This design comes from an exercise in tuning for small area, a short achievable clock period and few clock cycles per item on the open sky130 flow, not from production work.
The RTL was checked by simulation tests, not by an equivalence proof against the original design.

Setup of run 1:
==> flow/design.v (excerpt) <==
module aes_engine (
    input  wire         clk,
    input  wire         rst,
    input  wire         in_valid,
    output wire         in_ready,
    input  wire         in_aes256,
    input  wire [255:0] in_key,
    input  wire [127:0] in_block,
    output reg          out_valid,
    output wire [127:0] out_block
);
  localparam NS = 22;    
  localparam NK = 22;    
  reg [127:0]    state;
  reg [127:0]    ka1_n;    
  reg [127:0]    kb1;      
  reg            c1_busy, c1_aes256, c1_first, c1_last;
  reg   [3:0]    c1_round;
  reg   [7:0]    c1_rcon;
  reg [16*NS-1:0] mid;
  reg  [4*NK-1:0] kmid;
  reg [127:0]    ka2_n;
  reg [127:0]    kb2;
  reg            c2_busy, c2_aes256, c2_first, c2_last;
  reg   [3:0]    c2_round;
  reg   [7:0]    c2_rcon;
  wire [127:0]    state_d, ka1_d, kb1_d;
  wire [16*NS-1:0] mid_d;
  wire  [4*NK-1:0] kmid_d;
  wire [127:0]    in_key_hi = in_key[255:128];
  wire [127:0]    ka_in;
  wire [127:0]    sb;
  wire  [31:0]    sw;
  wire stall = c1_busy && c1_aes256 && (c1_round < 4'd5);
  assign in_ready  = !c2_busy && !stall;
  assign out_block = state;
  wire busy2     = c2_busy;
  wire nbusy2    = !c2_busy;
  wire mix_en    = c2_busy && !c2_last;
  wire in_aes128 = !in_aes256;
  wire k256      = c2_busy && c2_aes256;
  wire k128      = c2_busy && !c2_aes256;
  wire rot       = !c2_aes256 || !c2_round[0];
  wire rot_e     = rot && !c2_first;
  wire nrot_e    = !rot && !c2_first;
  wire [7:0] rc_e = rot_e ? c2_rcon : 8'h00;
  function [7:0] xtime(input [7:0] b);
  ...
export LEC_CHECK = 0
export CAP_MARGIN = 20
export CORE_MARGIN = 2
export CORE_UTILIZATION = 60
export PLACE_DENSITY = 0.75
export SETUP_SLACK_MARGIN = 4.4
export SLEW_MARGIN = 20
export SYNTH_HIERARCHICAL = 1
create_clock -name core_clock -period 8.0 [get_ports {clk}]
standard.sh (not shown) runs the stock make flow with config.mk's settings and CLKGATE_MAP_FILE= SYNTH_SCRIPT=/design/flow/synth_recipe.tcl, a recipe that flattens the netlist after the stock synthesis.
==> flow/flow/run.sh <==
#!/bin/bash
# Standard layout, with the ports buffered by a plain buffer cell.
set -e
export BUFFER_PORTS_ARGS="-buffer_cell sky130_fd_sc_hd__buf_2"
bash standard.sh > standard.log 2>&1
The flow did not stop early for run 1: all stages ran, and the layout cleared the timing, DRC and antenna checks.
Testbench counts of run 1, summed over its fixed seeds: cycles 6,888, blocks 512.
Input-level comparison between run 2 and run 1:
- clearing SETUP_SLACK_MARGIN, which used to be 4.4
==> flow/run.sh (new file) <==
#!/bin/bash
# synth_recipe.tcl (not shown) runs the flow's synth.tcl, then flattens the netlist and writes it again
# the make line also repeats each setting of config.mk as NAME=value (left out here)
make -C /OpenROAD-flow-scripts/flow DESIGN_CONFIG=/design/flow/config.mk WORK_HOME=/design/flow/orfs CLKGATE_MAP_FILE= SYNTH_SCRIPT=/design/flow/synth_recipe.tcl finish
removed: flow/flow/run.sh
removed: flow/standard.sh
==> comparison <==
Number of global-route vias before repair across run 2 and run 1: no real change. Run 1 has a higher setup slack than run 2. Between run 2 and run 1, the met1 wire length is lower for run 1. Diff run 2..run 1 | die height | unchanged. Run 2 against run 1: first-iteration DRC count shows a reduction of 539, share of cell area taken by multi-input logic gates fell by 3.6 points. Looking at count of non-CTS buffers in the layout, run 2 sits about 8% below run 1. In run 2, part of the cycle the worst path needs is higher than in run 1.
### run 2 -> run 3
- setting SETUP_SLACK_MARGIN to 5.0 for the first time
Findings:
- Flow for run 3 halted at global routing (5_1_grt), error code DPL-0038.
- Compared with run 2, in run 3 number of top-level design ports barely changed, placed wire-length estimate dropped 0.74%, number of buffer cells added on primary ports barely changed.
Relative to run 3, the following input files were edited for run 4:
- PLACE_DENSITY removed (was 0.75)
- CORE_UTILIZATION changed from 60 to 40
- SETUP_SLACK_MARGIN removed (was 5.0)
### Flow results
Run 4: all stages complete, timing, DRC and antenna checks passed. Relative to run 3, final weighted congestion in routability-driven placement decreased by about 7% in run 4. Run 4 vs run 3: number of buffers inserted by post-CTS setup repair down in run 4. Diff run 3 -> run 4: die span in x went up, total of cells resized after clock tree synthesis went down. Row count, run 4 and run 3: larger value in run 4. Across both runs, post-placement cell count was higher for run 4 than for run 3.
--- input diff run 4..run 5 ---
- CORE_UTILIZATION changed from 40 to 60
- SETUP_SLACK_MARGIN newly set to 4.4
- PLACE_DENSITY newly set to 0.75
Notes after the runs:
Against run 4, total number of vias in run 5 came out worse. Run 5 vs. run 4: worst setup slack after placement decreased by 0.31 ns relative to the old numbers; average detailed-routed wire length per instance increased by about 0.6% relative to the old numbers. Run 4 has higher critical path data arrival time than run 5. Run 4 -> run 5: maximum frequency from static timing analysis increased by more than 10%. Diff run 4 -> run 5 | critical path depth | increase of 1.
--- input diff run 5..run 6 ---
- removing SETUP_SLACK_MARGIN (formerly 4.4)
- setting CTS_BUF_LIST to sky130_fd_sc_hd__clkbuf_8 for the first time
- setting CTS_CLUSTER_SIZE to 20 for the first time
- Comparing run 6 and run 5, the higher area share of buffers outside the clock network was measured on run 5.
- Run 6: total global routing track utilization 0.19 points below run 5

re-timing with driven ports:
In the flow no input, the clock included, has a driving cell. The finished layouts below were timed again as built, in two steps.
Step 1, drivers: a clkbuf_16 drives clk and a buf_2 each remaining input, both assumed.
Step 2 times the ports against the registers' clock, not the clock port: input delays grow and output delays shrink by t, the midpoint of the rising clock arrivals with the driver on.
Slacks: no drivers / after step 1 / after step 2; pairs: no drivers / after step 1.
| run | shift t [ns] | setup WS [ns] | worst hold slack (ns) | pins driven straight from the clock port |
|---|---|---|---|---|
| run 1 | 0.782 | 4.381 / 4.381 / 3.735 | 0.314 / 0.314 / 0.314 | 1 |
| run 2 | 0.792 | 3.928 / 3.928 / 3.928 | 0.318 / 0.318 / 0.318 | 1 |
| run 4 | 0.831 | 3.728 / 3.728 / 3.728 | 0.292 / 0.292 / 0.292 | 1 |
| run 5 | 0.786 | 4.319 / 4.319 / 4.137 | 0.322 / 0.322 / 0.322 | 1 |
| run 6 | 0.924 | 3.915 / 3.915 / 3.915 | 0.299 / 0.299 / 0.299 | 1 |
After both steps every run listed still meets setup and hold. The setup slack of run 1, which loses most, moves by 0.000 ns with the drivers and by -0.646 ns with both steps.
